From an optimization exercise on the open Yosys and OpenROAD flow, aimed at small area; shortcuts taken in it are not production practice.
Only simulation tests tie the RTL to the original design; equivalence was not proved.
Power is estimated from default activity; no workload was simulated.

==> design.v <==
module fa_mac_unit (
    input  wire        clk,
    input  wire        gsr,        
    input  wire        gwe,        
    input  wire [15:0] x,
    input  wire [15:0] y,
    input  wire        ce,
    input  wire        rst,
    input  wire        aclr,
    input  wire        sub,
    input  wire [1:0]  op_mode,
    input  wire        sign_x,
    input  wire        sign_y,
    input  wire        frac,
    input  wire        in_delay,
    input  wire [1:0]  rnd,
    input  wire        sat,
    input  wire [1:0]  out_fmt,
    input  wire [39:0] cin,
    output wire [39:0] cout,
    output reg  [39:0] out
);
    localparam [1:0] MODE_MUL     = 2'b00;
    localparam [1:0] MODE_MAC     = 2'b01;
    localparam [1:0] MODE_CASCADE = 2'b10;
    localparam [1:0] FMT_OUT32 = 2'b01;
    localparam [1:0] FMT_OUT16 = 2'b10;
    localparam [1:0] RND_HALF_UP     = 2'b01;
    localparam [1:0] RND_CONVERGENT  = 2'b10;
    wire clear   = gsr | (gwe & rst);
    wire advance = gwe & ce & ~rst & ~gsr;
    reg [15:0] x0, y0;
    reg        aclr0, sub0;
    always @(posedge clk) begin
        if (clear) begin
            x0 <= 16'd0; y0 <= 16'd0; aclr0 <= 1'b0; sub0 <= 1'b0;
        end else if (advance) begin
            x0 <= x; y0 <= y; aclr0 <= aclr; sub0 <= sub;
        end
    end
    reg [15:0] x1, y1;
    reg        aclr1, sub1;
    always @(posedge clk) begin
        if (clear) begin
            x1 <= 16'd0; y1 <= 16'd0; aclr1 <= 1'b0; sub1 <= 1'b0;
        end else if (advance) begin
            if (in_delay) begin
                x1 <= x0; y1 <= y0; aclr1 <= aclr0; sub1 <= sub0;
            end else begin
                x1 <= x;  y1 <= y;  aclr1 <= aclr;  sub1 <= sub;
            end
        end
    end
    wire signed [16:0] xs = {sign_x & x1[15], x1};
    wire signed [16:0] ys = {sign_y & y1[15], y1};
    wire signed [33:0] prod = xs * ys;
    wire signed [39:0] prod_ext = prod;
    wire signed [39:0] prod_frac = frac ? (prod_ext <<< 1) : prod_ext;
    wire signed [39:0] prod_sat =
        (frac && sat && (prod_frac > 40'sh00_7FFF_FFFF)) ? 40'sh00_7FFF_FFFF : prod_frac;
    reg [39:0] p2;
    reg        aclr2, sub2;
    always @(posedge clk) begin
        if (clear) begin
            p2 <= 40'd0; aclr2 <= 1'b0; sub2 <= 1'b0;
        end else if (advance) begin
            p2 <= prod_sat; aclr2 <= aclr1; sub2 <= sub1;
        end
    end
    reg  [39:0] z3;
    reg  signed [39:0] base;
    always @(*) begin
        case (op_mode)
            MODE_MAC:     base = aclr2 ? 40'sd0 : z3;
            MODE_CASCADE: base = cin;
            default:      base = 40'sd0;
        endcase
    end
    wire signed [41:0] base_ext = base;
    wire signed [41:0] p_ext    = $signed(p2);
    wire signed [41:0] sum      = sub2 ? (base_ext - p_ext) : (base_ext + p_ext);
    localparam signed [41:0] ACC_MAX = 42'sh0_7F_FFFF_FFFF;
    localparam signed [41:0] ACC_MIN = -42'sh0_80_0000_0000;
    reg [39:0] z_next;
    always @(*) begin
        if (sat && sum > ACC_MAX)
            z_next = ACC_MAX[39:0];
        else if (sat && sum < ACC_MIN)
            z_next = ACC_MIN[39:0];
        else
            z_next = sum[39:0];
    end
    always @(posedge clk) begin
        if (clear)
            z3 <= 40'd0;
        else if (advance)
            z3 <= z_next;
    end
    assign cout = z3;
    wire signed [40:0] a_ext = $signed(z3);
    localparam signed [40:0] W32_MAX = 41'sh000_7FFF_FFFF;
    localparam signed [40:0] W32_MIN = -41'sh000_8000_0000;
    reg [31:0] out32;
    always @(*) begin
        if (sat && a_ext > W32_MAX)
            out32 = 32'h7FFF_FFFF;
        else if (sat && a_ext < W32_MIN)
            out32 = 32'h8000_0000;
        else
            out32 = z3[31:0];
    end
    reg signed [40:0] r;
    always @(*) begin
        case (rnd)
            RND_HALF_UP:    r = a_ext + 41'sh8000;
            RND_CONVERGENT: r = (z3[15:0] == 16'h8000 && !z3[16]) ? a_ext : a_ext + 41'sh8000;
            default:        r = a_ext;
        endcase
    end
    wire signed [24:0] r_hi = r[40:16];
    reg [15:0] out16;
    always @(*) begin
        if (sat && r_hi > 25'sd32767)
            out16 = 16'h7FFF;
        else if (sat && r_hi < -25'sd32768)
            out16 = 16'h8000;
        else
            out16 = r[31:16];
    end
    always @(*) begin
        case (out_fmt)
            FMT_OUT32: out = {{8{out32[31]}}, out32};
            FMT_OUT16: out = {{24{out16[15]}}, out16};
            default:   out = z3;
        endcase
    end
endmodule
module fa_mac_slot (
    input  wire         clk,
    input  wire         gsr,
    input  wire         gwe,
    input  wire [63:0]  x,
    input  wire [63:0]  y,
    input  wire [3:0]   ce,
    input  wire [3:0]   rst,
    input  wire [3:0]   aclr,
    input  wire [3:0]   sub,
    input  wire [7:0]   op_mode,
    input  wire [3:0]   sign_x,
    input  wire [3:0]   sign_y,
    input  wire [3:0]   frac,
    input  wire [3:0]   in_delay,
    input  wire [7:0]   rnd,
    input  wire [3:0]   sat,
    input  wire [7:0]   out_fmt,
    input  wire [39:0]  cin,
    output wire [39:0]  cout,
    output wire [159:0] out
);
    wire [39:0] chain [0:4];
    assign chain[0] = cin;
    genvar u;
    generate
        for (u = 0; u < 4; u = u + 1) begin : g_unit
            fa_mac_unit unit (
                .clk      (clk),
                .gsr      (gsr),
                .gwe      (gwe),
                .x        (x[16*u +: 16]),
                .y        (y[16*u +: 16]),
                .ce       (ce[u]),
                .rst      (rst[u]),
                .aclr     (aclr[u]),
                .sub      (sub[u]),
                .op_mode  (op_mode[2*u +: 2]),
                .sign_x   (sign_x[u]),
                .sign_y   (sign_y[u]),
                .frac     (frac[u]),
                .in_delay (in_delay[u]),
                .rnd      (rnd[2*u +: 2]),
                .sat      (sat[u]),
                .out_fmt  (out_fmt[2*u +: 2]),
                .cin      (chain[u]),
                .cout     (chain[u+1]),
                .out      (out[40*u +: 40])
            );
        end
    endgenerate
    assign cout = chain[4];
endmodule
==> run.sh <==
#!/bin/bash
# synth_recipe.tcl (not shown) runs the flow's synth.tcl, then flattens the netlist and writes it again
# the make line also repeats each setting of config.mk as NAME=value (left out here)
make -C /OpenROAD-flow-scripts/flow DESIGN_CONFIG=/design/flow/config.mk WORK_HOME=/design/flow/orfs CLKGATE_MAP_FILE= SYNTH_SCRIPT=/design/flow/synth_recipe.tcl finish
==> config.mk <==
export PLATFORM = sky130hd
export DESIGN_NAME = fa_mac_slot
export DESIGN_NICKNAME = fa_mac_slot
export VERILOG_FILES = /design/flow/design.v
export SDC_FILE = /design/flow/constraint.sdc
export NUM_CORES = 4
export LEC_CHECK = 0
export CAP_MARGIN = 20
export CORE_MARGIN = 2
export CORE_UTILIZATION = 40
export SLEW_MARGIN = 20
==> constraint.sdc <==
create_clock -name core_clock -period 12.0 [get_ports {clk}]
set_input_delay 2.4000 -clock core_clock [delete_from_list [all_inputs] [get_ports {clk}]]
set_output_delay 2.4000 -clock core_clock [all_outputs]
set_load 0.01 [all_outputs]
==> flow_metrics.env <==
export IMPL_grt_pass1_vias=74400
export IMPL_dp_slack_ns=1.55
export IMPL_timing_final_hold_violations=0
export IMPL_sequentialPowerShare=0.326
export IMPL_cts_tree="built"
export IMPL_dieWidth_um=468
export IMPL_fill_cells=21200
export IMPL_grt_max_degree=105
export IMPL_synth_fp_nets=12600
export IMPL_relSlewSlack=0.251
export IMPL_post_cts_resized=0
export IMPL_synth_edf_count=0
export IMPL_netlist_top_cells_area="fa_1 28%, dfxtp_1 13%, ha_1 7.7%, inv_1 6.8%, nand2_1 5.7%"
export IMPL_final_setup_worst_slack_ns=1.61
export IMPL_syn_to_final_growth_pct=10.4
export IMPL_antenna_found_initial=17
export IMPL_overflow=0
export IMPL_setup_tns_ns=0
export IMPL_clock_fmax_mhz=96.2
export IMPL_drive_above_1_share=0.0349
export IMPL_irDropWorstVdd_mv=0.103
export IMPL_netSwitchingPower_mw=2.34
export IMPL_multi_input_area_sq_mm=0.0665
export IMPL_synth_top_cell_area_share=0.276
export IMPL_start_kind="input port"
export IMPL_grt_pass1_wl_um=440000
export IMPL_tightest_slew_ns=1.12
export IMPL_max_cap_violations=0
export IMPL_drt_total_wl_um=286000
export IMPL_initial_utilization=0.402
export IMPL_path_class="input port to output port"
export IMPL_switching_share=0.363
export IMPL_pwr_share_comb=0.309
export IMPL_coreArea_sq_mm=0.214
export IMPL_period_needed_ns=10.39
export IMPL_cts_root_buf="clkbuf_16"
export IMPL_vias_per_cell=5.57
export IMPL_grt_setup_unrepaired="false"
export IMPL_finClkSkew_ns=0.0369
export IMPL_synth_top_cell_by_area="fa_1"
export IMPL_seqCellArea_sq_mm=0.0116
export IMPL_ys_ff_latch=580
export IMPL_clock_sinks=580
export IMPL_yosys_cell_types_count=97
export IMPL_post_route_period_util=0.866
export IMPL_synthCells=10700
export IMPL_ant_nets=0
export IMPL_io_pins=431
export IMPL_worstSkewPairLatency_ns=0.72
export IMPL_dr_total_vias=75500
export IMPL_cts_htree_levels=3
export IMPL_rows=170
export IMPL_synth_warning_count=2
export IMPL_gp_congestion=0.959
export IMPL_clk_transition_reported_paths_ns=0.05
export IMPL_hp_class="flop to flop"
export IMPL_ys_seq_area_frac=0.135
export IMPL_pwr_density_cell_mw_per_mm2=67.6
export IMPL_power_leakage_nw=44.6
export IMPL_dr_pass1_iters=8
export IMPL_die_h_um=468
export IMPL_status="finished clean"
export IMPL_holdCritStartpoint="g_unit[1].unit.x0[8]$_SDFFE_PP0P_"
export IMPL_clockBufferDepth=3
export IMPL_cts_hold_buffers_added=0
export IMPL_avgSynthCellArea_sq_um=8.09
export IMPL_required_ns=9.60
export IMPL_place_port_buffers=430
export IMPL_drcViolationCount=0
export IMPL_die_area_sq_mm=0.219
export IMPL_drtIter0Drc=6256
export IMPL_power_mw=6.43
export IMPL_end_kind="output port"
export IMPL_dp_hpwl_um=227000
export IMPL_final_max_slew_viol_count=0
export IMPL_synth_area_sq_mm=0.0862
export IMPL_cp_data_arrival_time_ns=7.99
export IMPL_power_frac_clock=0.365
export IMPL_async_flop_share=0
export IMPL_post_cts_buffers=0
export IMPL_ys_flop_type="dfxtp_1"
export IMPL_power_internal_mw=4.09
export IMPL_grt_use_total=0.257
export IMPL_r2r_start="g_unit[2].unit.y1[15]$_SDFFE_PP0P_"
export IMPL_fin_nets=12600
export IMPL_finalSetupViolCount=0
export IMPL_post_drt_wl_per_cell_um=21.1
export IMPL_timing_critical_path_from="rnd[4]"
export IMPL_cts_buffers=75
export IMPL_crit_fanout=18
final cells by class:
type | count | share of cell area
Clock inverter | 33 | 0.00384
Clock buffer | 102 | 0.0225
Antenna cell | 12 | 0.000316
Multi-Input combinational cell | 7913 | 0.699
Timing Repair Buffer | 528 | 0.0532
Inverter | 1562 | 0.0616
Sequential cell | 580 | 0.122
Tap cell | 2838 | 0.0373
final timing paths:
path / cells after the start / end / slack, ns
setup reg to reg: 23 / g_unit[2].unit.p2[18]$_SDFFE_PP0P_ / 3.47
setup / recovery: 12 / out[86] / 1.61
hold reg to reg: 2 / g_unit[1].unit.x0[8]$_SDFFE_PP0P_ / 0.45
hold / removal: 2 / g_unit[1].unit.x0[8]$_SDFFE_PP0P_ / 0.45
registers in the layout, summed over array words and instances (netlist names):
name / cells
g_unit.unit.sub1: 4
g_unit.unit.x1: 64
g_unit.unit.aclr1: 4
g_unit.unit.y1: 64
g_unit.unit.y0: 64
g_unit.unit.p2: 140
g_unit.unit.sub0: 4
g_unit.unit.sub2: 4
g_unit.unit.x0: 64
g_unit.unit.aclr0: 4
g_unit.unit.aclr2: 4
g_unit.unit.z3: 160
cell families after synthesis:
family	after synthesis	synth area share
buffers and inverters	2168	0.0958
and+or+nand+nor	3206	0.175
muxes	221	0.0259
AOI/OAI and AO/OA	2380	0.176
adders and majority gates	1720	0.353
DFF	580	0.135
xor gates and xnor gates	386	0.0393
cells in the final DEF, fill, tap and decap left out, types with 119 or more instances in the layout:
master	instances
inv_1	1561
nand2_1	1299
fa_1	1188
a21oi_1	776
nor2_1	689
dfxtp_1	580
ha_1	532
and2_1	525
o21ai_0	451
clkdlybuf4s50_1	423
xnor2_1	301
a21o_1	219
mux2i_1	211
a211oi_1	175
a22oi_1	163
nor3_1	119
cell usage after synthesis (39+ instances only):
| library cell | n |
|---|---|
| a211oi_1 | 175 |
| a31oi_1 | 80 |
| mux2i_1 | 211 |
| a21o_1 | 223 |
| inv_1 | 1561 |
| fa_1 | 1188 |
| nor3_1 | 120 |
| dfxtp_1 | 580 |
| nand2b_1 | 51 |
| a22oi_1 | 163 |
| nor4_1 | 58 |
| nand3_1 | 110 |
| o21ai_0 | 452 |
| clkbuf_1 | 531 |
| nand2_1 | 1299 |
| xor2_1 | 84 |
| nor2_1 | 689 |
| xnor2_1 | 301 |
| and3_1 | 80 |
| o21a_1 | 80 |
| or2_2 | 43 |
| nor2b_1 | 40 |
| and2_1 | 525 |
| a21oi_1 | 784 |
| o211ai_1 | 59 |
| nand4_1 | 47 |
| o21bai_1 | 39 |
| ha_1 | 532 |
| a221oi_1 | 56 |
layer usage:
layer / wire length [um] / track usage / vias to the layer above / share of wire
met5: 67 / 0 / - / 0.00023
met4: 14600 / 0.119 / 12 / 0.051
met3: 21000 / 0.0392 / 481 / 0.074
met2: 124000 / 0.392 / 2798 / 0.43
met1: 127000 / 0.357 / 37200 / 0.44
li1: - / - / 35000 / -
power by group through the flow:
stage	registers (mW)	logic [mW]	clock network, mW
2_1_floorplan	2.04	1.39	0
3_3_place_gp	2.13	1.93	0
3_5_place_dp	2.13	1.95	0
4_1_cts	2.09	1.96	2.41
5_1_grt	2.10	2.17	2.47
6_report	2.10	1.99	2.35
through the flow:
step           utilization  area [sq um]  std cells  hold slack (ns)
6_report             0.444         95200      13600            0.450
5_1_grt              0.444         95200      13600            0.466
4_1_cts              0.443         95100      13600            0.453
3_5_place_dp         0.432         92600      13400            0.446
3_3_place_gp         0.432         92500      13400            0.437
2_1_floorplan            -         86200      10700            0.432
critical path, cell delays in order:
cell and delay (ns):
clkdlybuf4s50_1 0.60, inv_1 0.08, ha_1 0.56, a31oi_1 0.86, nor2b_1 0.26, nor2b_1 0.14, o22ai_1 0.11, nor4_1 0.34
a41o_1 0.21, nand3b_1 0.54, o311ai_0 1.06, clkdlybuf4s50_1 0.80

## re-timing with driven ports
No port has a modelled driver above. Below, the same layout with a new extraction and two added sets of constraints.
Step 1 sets driving cells, clkbuf_16 on the clock port and buf_2 on the other inputs (assumed; they add their load-dependent delay and slew).
Step 2 adds t to the input delays and takes it off the output delays; t is the mean of the earliest and latest rising clock arrival at the registers after step 1. Input paths then give back, and output paths get back, about the clock's delay inside the block.
a / b / c = ideal / step 1 / step 2; a / b = the first two.
shift t [ns]: 0.790
setup slack, ns: 1.608 / 1.562 / 1.366
latest minus earliest clock arrival (ns): 0.044 / 0.044
worst register clock-pin slew, ns: 0.07 / 0.07
cell pins on the clock port's net: 1
After both steps this run still meets setup and hold. For this run, drivers alone change the setup slack by -0.046 ns; drivers and shift together by -0.242 ns.
